What follows belongs to an exercise in optimizing a design on an open flow for small area and a short achievable clock period; a production flow would make more cautious choices.
At most, simulation tests tie the RTL to the original design; equivalence was not proved.

==> inputs of trial 34 <==
## ecc80_codec
module ecc80_codec (
    input  wire        clk,
    input  wire        rst,
    input  wire        enc_valid_i,
    input  wire [63:0] enc_data_i,
    output reg         enc_valid_o,
    output reg  [15:0] enc_check_o,
    input  wire        dec_valid_i,
    input  wire [79:0] dec_cw_i,
    output reg         dec_valid_o,
    output reg  [63:0] dec_data_o,
    output reg  [15:0] dec_check_o,
    output reg  [1:0]  dec_err_o
);
clock: 22.0 ns
lec_check: 0
cap_margin: 20
core_margin: 2
core_utilization: 55
place_density: 0.7
slew_margin: 70
standard.sh (not shown) runs the stock make flow with config.mk's settings and CLKGATE_MAP_FILE= SYNTH_SCRIPT=/design/flow/synth_recipe.tcl, a recipe that flattens the netlist after the stock synthesis.
==> flow/flow/run.sh <==
#!/bin/bash
# The standard layout (the standard.sh), with four changes:
#  - synthesis maps the logic with flow/abc_map.script (an area-oriented ABC
#    mapping: dch, map -a, then ABC's own buffering and sizing) in place of
#    ORFS's abc_speed.script. It runs on a copy of ORFS's scripts folder in
#    which only abc_speed.script is replaced; flip-flops are mapped before ABC
#    runs, so the registers are exactly those of the standard synthesis;
#  - synthesis runs without Yosys's extract_fa (ADDER_MAP_FILE empty), so the
#    parity and GF(2^7) logic is not cut into half-adder cells before ABC;
#  - clock tree synthesis runs without dummy loads (-dont_use_dummy_load),
#    with sink clusters of at most 25 sinks and 70 um;
#  - the buffers that buffer_ports puts on every input and output port are
#    sky130_fd_sc_hd__buf_1 instead of the cell OpenROAD picks by default.
# Each make call's whole output goes to its own log in the work folder
# (synth.log, standard.log); ORFS also keeps each step's log under orfs/logs/.
set -euo pipefail
cd "$(dirname "$0")/.."
rm -rf synth_scripts
cp -r "$FLOW_HOME/scripts" synth_scripts
cp flow/abc_map.script synth_scripts/abc_speed.script
bash standard.sh "ADDER_MAP_FILE=" "SCRIPTS_DIR=$PWD/synth_scripts" synth > synth.log 2>&1
bash standard.sh "ADDER_MAP_FILE=" "BUFFER_PORTS_ARGS=-buffer_cell sky130_fd_sc_hd__buf_1" \
    "CTS_ARGS=-sink_clustering_enable -repair_clock_nets -dont_use_dummy_load -sink_clustering_size 25 -sink_clustering_max_diameter 70" finish > standard.log 2>&1
==> flow/flow/abc_map.script <==
strash
dch
map -a
topo
stime -c
buffer -c
upsize -c
dnsize -c
==> build 12 (differences from trial 34) <==
--- a/flow/design.v
+++ b/flow/design.v
@@ -841,93 +841,93 @@
     assign y[1] = wv[2] ^ wv[3] ^ wv[4] ^ wv[6];
     assign y[2] = wv[3] ^ wv[4] ^ wv[6];
     assign y[3] = wv[5] ^ wv[6];
     assign y[4] = wv[1] ^ wv[2] ^ wv[4];
     assign y[5] = wv[3] ^ wv[5] ^ wv[6];
     assign y[6] = wv[3] ^ wv[6];
-    wire [6:0] x1 = gf_mul(s1, y);
-    wire [6:0] x2 = x1 ^ s1;
     reg  v_q2;
     reg  [79:0] r_q2;
     reg  sp_q2;
     reg  t_q2;
+    reg  [6:0] s1_q2;
     reg  clean_q2;
     reg  wunit_q2;
     reg  wtr_q2;
-    reg  [6:0] x1_q2;
-    reg  [6:0] x2_q2;
+    reg  [6:0] y_q2;
     always @(posedge clk) begin
         v_q2 <= v_q1 & ~rst;
         r_q2 <= r_q1;
         sp_q2 <= sp;
         t_q2 <= t;
+        s1_q2 <= s1;
         clean_q2 <= clean;
         wunit_q2 <= wunit;
         wtr_q2 <= wtr;
-        x1_q2 <= x1;
-        x2_q2 <= x2;
+        y_q2 <= y;
     end
-    wire ok1 = pos_ok(x1_q2);
-    wire ok2 = pos_ok(x2_q2);
-    wire ch1 = pos_chk(x1_q2);
-    wire ch2 = pos_chk(x2_q2);
+    wire [6:0] x1 = gf_mul(s1_q2, y_q2);
+    wire [6:0] x2 = x1 ^ s1_q2;
+    wire ok1 = pos_ok(x1);
+    wire ok2 = pos_ok(x2);
+    wire ch1 = pos_chk(x1);
+    wire ch2 = pos_chk(x2);
     wire one = sp_q2 & wunit_q2 & ok2;
     wire two = ~sp_q2 & ~clean_q2 & wtr_q2 & ok1 & ok2 & (t_q2 == (ch1 ^ ch2));
     wire fix = one | two;
     wire [79:0] flip;
     assign flip[79] = (clean_q2 & t_q2) | (one & (t_q2 ^ ch2));
     wire [15:0] h1, h2;
     wire [7:0]  l1, l2;
-    assign h1[0] = (x1_q2[6:3] == 4'd0);
-    assign h2[0] = (x2_q2[6:3] == 4'd0);
-    assign h1[1] = (x1_q2[6:3] == 4'd1);
-    assign h2[1] = (x2_q2[6:3] == 4'd1);
-    assign h1[2] = (x1_q2[6:3] == 4'd2);
-    assign h2[2] = (x2_q2[6:3] == 4'd2);
-    assign h1[3] = (x1_q2[6:3] == 4'd3);
-    assign h2[3] = (x2_q2[6:3] == 4'd3);
-    assign h1[4] = (x1_q2[6:3] == 4'd4);
-    assign h2[4] = (x2_q2[6:3] == 4'd4);
-    assign h1[5] = (x1_q2[6:3] == 4'd5);
-    assign h2[5] = (x2_q2[6:3] == 4'd5);
-    assign h1[6] = (x1_q2[6:3] == 4'd6);
-    assign h2[6] = (x2_q2[6:3] == 4'd6);
-    assign h1[7] = (x1_q2[6:3] == 4'd7);
-    assign h2[7] = (x2_q2[6:3] == 4'd7);
-    assign h1[8] = (x1_q2[6:3] == 4'd8);
-    assign h2[8] = (x2_q2[6:3] == 4'd8);
-    assign h1[9] = (x1_q2[6:3] == 4'd9);
-    assign h2[9] = (x2_q2[6:3] == 4'd9);
-    assign h1[10] = (x1_q2[6:3] == 4'd10);
-    assign h2[10] = (x2_q2[6:3] == 4'd10);
-    assign h1[11] = (x1_q2[6:3] == 4'd11);
-    assign h2[11] = (x2_q2[6:3] == 4'd11);
-    assign h1[12] = (x1_q2[6:3] == 4'd12);
-    assign h2[12] = (x2_q2[6:3] == 4'd12);
-    assign h1[13] = (x1_q2[6:3] == 4'd13);
-    assign h2[13] = (x2_q2[6:3] == 4'd13);
-    assign h1[14] = (x1_q2[6:3] == 4'd14);
-    assign h2[14] = (x2_q2[6:3] == 4'd14);
-    assign h1[15] = (x1_q2[6:3] == 4'd15);
-    assign h2[15] = (x2_q2[6:3] == 4'd15);
-    assign l1[0] = fix & (x1_q2[2:0] == 3'd0);
-    assign l2[0] = fix & (x2_q2[2:0] == 3'd0);
-    assign l1[1] = fix & (x1_q2[2:0] == 3'd1);
-    assign l2[1] = fix & (x2_q2[2:0] == 3'd1);
-    assign l1[2] = fix & (x1_q2[2:0] == 3'd2);
-    assign l2[2] = fix & (x2_q2[2:0] == 3'd2);
-    assign l1[3] = fix & (x1_q2[2:0] == 3'd3);
-    assign l2[3] = fix & (x2_q2[2:0] == 3'd3);
-    assign l1[4] = fix & (x1_q2[2:0] == 3'd4);
-    assign l2[4] = fix & (x2_q2[2:0] == 3'd4);
-    assign l1[5] = fix & (x1_q2[2:0] == 3'd5);
-    assign l2[5] = fix & (x2_q2[2:0] == 3'd5);
-    assign l1[6] = fix & (x1_q2[2:0] == 3'd6);
-    assign l2[6] = fix & (x2_q2[2:0] == 3'd6);
-    assign l1[7] = fix & (x1_q2[2:0] == 3'd7);
-    assign l2[7] = fix & (x2_q2[2:0] == 3'd7);
+    assign h1[0] = (x1[6:3] == 4'd0);
+    assign h2[0] = (x2[6:3] == 4'd0);
+    assign h1[1] = (x1[6:3] == 4'd1);
+    assign h2[1] = (x2[6:3] == 4'd1);
+    assign h1[2] = (x1[6:3] == 4'd2);
+    assign h2[2] = (x2[6:3] == 4'd2);
+    assign h1[3] = (x1[6:3] == 4'd3);
+    assign h2[3] = (x2[6:3] == 4'd3);
+    assign h1[4] = (x1[6:3] == 4'd4);
+    assign h2[4] = (x2[6:3] == 4'd4);
+    assign h1[5] = (x1[6:3] == 4'd5);
+    assign h2[5] = (x2[6:3] == 4'd5);
+    assign h1[6] = (x1[6:3] == 4'd6);
+    assign h2[6] = (x2[6:3] == 4'd6);
+    assign h1[7] = (x1[6:3] == 4'd7);
+    assign h2[7] = (x2[6:3] == 4'd7);
+    assign h1[8] = (x1[6:3] == 4'd8);
+    assign h2[8] = (x2[6:3] == 4'd8);
+    assign h1[9] = (x1[6:3] == 4'd9);
+    assign h2[9] = (x2[6:3] == 4'd9);
+    assign h1[10] = (x1[6:3] == 4'd10);
+    assign h2[10] = (x2[6:3] == 4'd10);
+    assign h1[11] = (x1[6:3] == 4'd11);
+    assign h2[11] = (x2[6:3] == 4'd11);
+    assign h1[12] = (x1[6:3] == 4'd12);
+    assign h2[12] = (x2[6:3] == 4'd12);
+    assign h1[13] = (x1[6:3] == 4'd13);
+    assign h2[13] = (x2[6:3] == 4'd13);
+    assign h1[14] = (x1[6:3] == 4'd14);
+    assign h2[14] = (x2[6:3] == 4'd14);
+    assign h1[15] = (x1[6:3] == 4'd15);
+    assign h2[15] = (x2[6:3] == 4'd15);
+    assign l1[0] = fix & (x1[2:0] == 3'd0);
+    assign l2[0] = fix & (x2[2:0] == 3'd0);
+    assign l1[1] = fix & (x1[2:0] == 3'd1);
+    assign l2[1] = fix & (x2[2:0] == 3'd1);
+    assign l1[2] = fix & (x1[2:0] == 3'd2);
+    assign l2[2] = fix & (x2[2:0] == 3'd2);
+    assign l1[3] = fix & (x1[2:0] == 3'd3);
+    assign l2[3] = fix & (x2[2:0] == 3'd3);
+    assign l1[4] = fix & (x1[2:0] == 3'd4);
+    assign l2[4] = fix & (x2[2:0] == 3'd4);
+    assign l1[5] = fix & (x1[2:0] == 3'd5);
+    assign l2[5] = fix & (x2[2:0] == 3'd5);
+    assign l1[6] = fix & (x1[2:0] == 3'd6);
+    assign l2[6] = fix & (x2[2:0] == 3'd6);
+    assign l1[7] = fix & (x1[2:0] == 3'd7);
+    assign l2[7] = fix & (x2[2:0] == 3'd7);
     assign flip[64] = (h1[0] & l1[1]) | (h2[0] & l2[1]);
     assign flip[65] = (h1[0] & l1[2]) | (h2[0] & l2[2]);
     assign flip[66] = (h1[0] & l1[4]) | (h2[0] & l2[4]);
     assign flip[67] = (h1[1] & l1[0]) | (h2[1] & l2[0]);
     assign flip[68] = (h1[2] & l1[0]) | (h2[2] & l2[0]);
     assign flip[69] = (h1[4] & l1[0]) | (h2[4] & l2[0]);
==> out/metrics.csv <==
metric;value;unit
post_synth_main_area_contributors;sky130_fd_sc_hd__dfxtp_1, sky130_fd_sc_hd__xor2_1, sky130_fd_sc_hd__xnor2_1, sky130_fd_sc_hd__nand2_1, sky130_fd_sc_hd__o22ai_1;
met1_length;22230;µm
num-fill-cells;2550;
yosys.area_share.xor_xnor;35.44;%
dr.first_iter.drc_count;1663;
worst_hold_startpoint;r_q1[66];
synthMostInstantiatedCell;sky130_fd_sc_hd__xor2_1;
drive_gt1_share;9.279;%
run_status;timing/DRC/antenna clean;
The numbers above come from build 12.

==> out/metrics.csv <==
metric;value;unit
post_synth_main_area_contributors;sky130_fd_sc_hd__dfxtp_1, sky130_fd_sc_hd__xor2_1, sky130_fd_sc_hd__xnor2_1, sky130_fd_sc_hd__nand2_1, sky130_fd_sc_hd__o22ai_1;
crit_cells;37;
gr-max-usage-layer;met2;
dr.first_iter.drc_count;1614;
yosys.area_share.xor_xnor;35.22;%
run_status;timing/DRC/antenna clean;
num-fill-cells;2601;
drive_gt1_share;10.37;%
place_hpwl;39340;µm
worst_hold_startpoint;r_q1[3];
synth_compound_gate_area_share;8.016;%
The numbers above come from trial 34.

Only the layout flow was run in trial 34; the RTL was not checked for function there.

-- what the ideal ports hide --
No port has a modelled driver above. Below, the same layouts with a new extraction and two added sets of constraints.
Step 1 assumes that a clkbuf_16 drives the clock port and a buf_2 every other input.
Step 2 moves the port delays by t, midway between the first and last clock arrival at a register: inputs arrive t later, outputs are due t later. That takes back most of the time a late clock gives input paths.
Slacks: no drivers / after step 1 / after step 2; pairs: no drivers / after step 1.
run	t, ns	slack for setup (ns)	clock arrival spread, ns	worst register clock-pin slew, ns
trial 34	0.564	15.284 / 15.284 / 15.284	0.093 / 0.093	0.10 / 0.10
build 12	0.561	16.224 / 16.244 / 15.682	0.088 / 0.087	0.09 / 0.09
After both steps setup and hold are still met in every run listed. The setup slack of build 12, which loses most, moves by +0.020 ns with the drivers and by -0.542 ns with both steps.
